Background: an optimization exercise with open tools, aiming at small area, a short achievable clock period and few clock cycles. Do not read the settings as production practice.
In this exercise RTL edits were held to simulation tests only and were not proved equivalent to the original.
Power and IR drop assume default switching activity.

Setup of before:
Design pvc_decoder, start of the top module:
module pvc_decoder (
    input  wire        clk,
    input  wire        rst,
    input  wire        s_valid,
    output wire        s_ready,
    input  wire [19:0] s_last,
    input  wire [19:0] s_desc,
    input  wire        s_eob,
    input  wire [13:0] s_bits,
    input  wire        b_valid,
    output wire        b_ready,
    input  wire [19:0] b_data,
    output reg         r_valid,
    output reg  [19:0] r_value,
    output reg         v_valid,
    output reg         v_ok,
    output wire [13:0] v_used
);
clock: 12.0 ns
lec_check: 0
abc_area: 1
cap_margin: 10
core_margin: 2
core_utilization: 40
cts_buf_list: sky130_fd_sc_hd__clkbuf_8
slew_margin: 10
synth_hierarchical: 1
standard.sh (not shown) runs the stock make flow with config.mk's settings and CLKGATE_MAP_FILE= SYNTH_SCRIPT=/design/flow/synth_recipe.tcl, a recipe that flattens the netlist after the stock synthesis.
==> flow/flow/run.sh <==
#!/bin/bash
set -euo pipefail
export SETUP_SLACK_MARGIN=8
bash standard.sh > standard_flow.log 2>&1
Testbench counts of before, summed over its fixed seeds: cycles 31,734.
Input-level comparison between after and before:
- swapping 10 for 20 in CAP_MARGIN
- putting TNS_END_PERCENT at 5 where nothing was set
- putting CTS_CLUSTER_DIAMETER at 250 where nothing was set
- swapping 10 for 20 in SLEW_MARGIN
- clearing CTS_BUF_LIST, which used to be sky130_fd_sc_hd__clkbuf_8
- putting CTS_CLUSTER_SIZE at 30 where nothing was set
==> comparison <==
Sort before and after by minimum clock period, ascending, and after comes first. In the tables for before and after, via count reads higher with before. Count of clock-buffer cells in the layout (after over before): decrease, 32. Count of buffers added by post-CTS timing repair for setup (higher): after. The routed wire length in after sits about 4% below the value recorded for before. ~same die extent in x in before and after. On after: layout overhead on the synthesized area is 3.8 points lower than what before gave. Mux contribution to synthesized area: before vs after identical. Going from before to after, data arrival time of the worst path went down 0.21 ns; design area went down 3.1%; met3 demand-to-capacity share in global routing went down 2.3 points.

* * *

pvc_decoder, a different RTL version from the one above (not shown whole).
For scale: ~240 flip-flops, about 120 I/O pins.
clock: 12.0 ns
lec_check: 0
abc_area: 1
cap_margin: 20
core_margin: 2
core_utilization: 40
cts_cluster_diameter: 250
cts_cluster_size: 18
slew_margin: 20
synth_hierarchical: 1
tns_end_percent: 5
==> flow/flow/run.sh <==
#!/bin/bash
set -euo pipefail
export SETUP_SLACK_MARGIN=8
export BUFFER_PORTS_ARGS="-buffer_cell sky130_fd_sc_hd__buf_4"
bash standard.sh > standard_flow.log 2>&1
The starting point finished clean.
Testbench counts at the start, summed over its fixed seeds: cycles 31,734.
Then changed:
==> flow/flow/run.sh (replaced) <==
#!/bin/bash
set -euo pipefail
export SETUP_SLACK_MARGIN=8
bash standard.sh > standard_flow.log 2>&1
- CORE_UTILIZATION: 40 -> 50
Outcome:
- The changed run completed with no timing, DRC or antenna violations
- final area went up by 1.8%
- setup slack got worse by 0.068 ns
- routed wire length rises by 3.0%
- clock power came out higher by about 0.7%
- cell count went down by 2.6%
- clock-buffer cell count increases by 2
- total power came out higher by 2.2%
- area after synthesis does not change
- synthesized cell count stays the same
- sequential cell count stays the same
- global-route usage rises by 6.6 points
Then changed:
- CORE_UTILIZATION: 50 -> 40
=> Sequential share of layout area rose by 0.21 points; final area fell by 0.71%; area after synthesis is unchanged; maximum frequency rose by 3.7%; die area rose by 24%; clock power rose by about 2%.

* * *

RTL: one of the versions met above, not the one the previous note started from.
Size: roughly 2400 cells after synthesis, roughly 240 flip-flops, roughly 0.016 mm^2 of cells after synthesis.
clock: 12.0 ns
lec_check: 0
abc_area: 1
cap_margin: 20
core_margin: 2
core_utilization: 40
slew_margin: 20
synth_hierarchical: 1
==> flow/flow/run.sh <==
#!/bin/bash
set -euo pipefail
export SETUP_SLACK_MARGIN=8.5
bash standard.sh > standard_flow.log 2>&1
The baseline produced a clean layout.
Testbench counts at the start, summed over its fixed seeds: cycles 31,734.
==> next run, changes <==
==> flow/flow/run.sh (replaced) <==
#!/bin/bash
set -euo pipefail
export SETUP_SLACK_MARGIN=8
bash standard.sh > standard_flow.log 2>&1
- ABC_AREA: 1 -> 0
The changed run finished clean.
Synthesized cell count drops by 18%.
Via count drops by 2.5%.
Clock power climbs by 4.9%.
Power climbs by 4.8%.
Clock skew climbs by 14 ps.
Cell count drops by 15%.
Die area climbs by 5.2%.
==> next run, changes <==
- ABC_AREA: 0 -> 1
- CTS_CLUSTER_SIZE: unset -> 24
- TNS_END_PERCENT: unset -> 5
Register-to-register slack gains 920 ps.
Power went down by 3.6%.
Core utilization hardly moves.
Wire length went down by 8.8%.
Worst hold slack loses 12 ps.
Sequential share of layout area went up by 1.4 points.
==> next run, changes <==
- CTS_CLUSTER_SIZE: 24 -> unset
- TNS_END_PERCENT: 5 -> unset
The new run produced a clean layout. Cell count barely changes. Setup slack gets worse by 77 ps. Design area rose by 1.1%. Fmax fell by 1.8%. Wire length rose by 3.4%.
==> next run, changes <==
- CTS_CLUSTER_DIAMETER: unset -> 250
- CTS_CLUSTER_SIZE: unset -> 18
- TNS_END_PERCENT: unset -> 5
=> The changed run went through all stages and came out clean; maximum frequency rises by a few percent; via count goes down slightly; power goes down by roughly a tenth; die area is unchanged; final area shrinks by a few percent; setup slack gets better by 86 ps; combinational power hardly moves; global-route usage fell by 0.57 points; hold slack stays flat; cell count falls slightly; routed wire length decreases by a few percent.

-- re-timing with driven ports --
How much do the figures lean on ideal ports? The routed layouts below were timed once more, with nothing changed but the port constraints.
Step 1 sets driving cells, clkbuf_16 on the clock port and buf_2 on the other inputs (assumed; they add their load-dependent delay and slew).
Step 2 also shifts input and output timing later by t, the mid clock arrival at the registers, as if the neighbouring blocks saw the same clock.
Three values: ideal ports, drivers, drivers and shift; two values: the first two.
run	t, ns	slack for setup (ns)	worst hold slack (ns)	slew at the worst register clock pin (ns)
before	0.653	7.779 / 7.779 / 7.651	0.330 / 0.330 / 0.330	0.06 / 0.06
after	0.560	7.885 / 7.885 / 7.646	0.339 / 0.339 / 0.339	0.12 / 0.12
the first run of note 2	0.564	7.920 / 7.920 / 7.920	0.337 / 0.337 / 0.337	0.09 / 0.09
the second run of note 2	0.558	7.852 / 7.801 / 7.594	0.330 / 0.330 / 0.330	0.09 / 0.09
the third run of note 2	0.571	8.000 / 7.947 / 7.569	0.336 / 0.336 / 0.336	0.09 / 0.09
the first run of note 3	0.623	7.843 / 7.843 / 7.660	0.338 / 0.338 / 0.338	0.06 / 0.06
the second run of note 3	0.621	6.957 / 6.957 / 6.957	0.339 / 0.339 / 0.339	0.06 / 0.06
the third run of note 3	0.625	7.873 / 7.873 / 7.597	0.327 / 0.327 / 0.327	0.07 / 0.07
the fourth run of note 3	0.611	7.796 / 7.796 / 7.649	0.331 / 0.331 / 0.331	0.06 / 0.06
the fifth run of note 3	0.577	7.882 / 7.882 / 7.606	0.332 / 0.332 / 0.332	0.09 / 0.09
After both steps setup and hold are still met in every run listed. The setup slack of the third run of note 2, which loses most, moves by -0.053 ns with the drivers and by -0.431 ns with both steps.
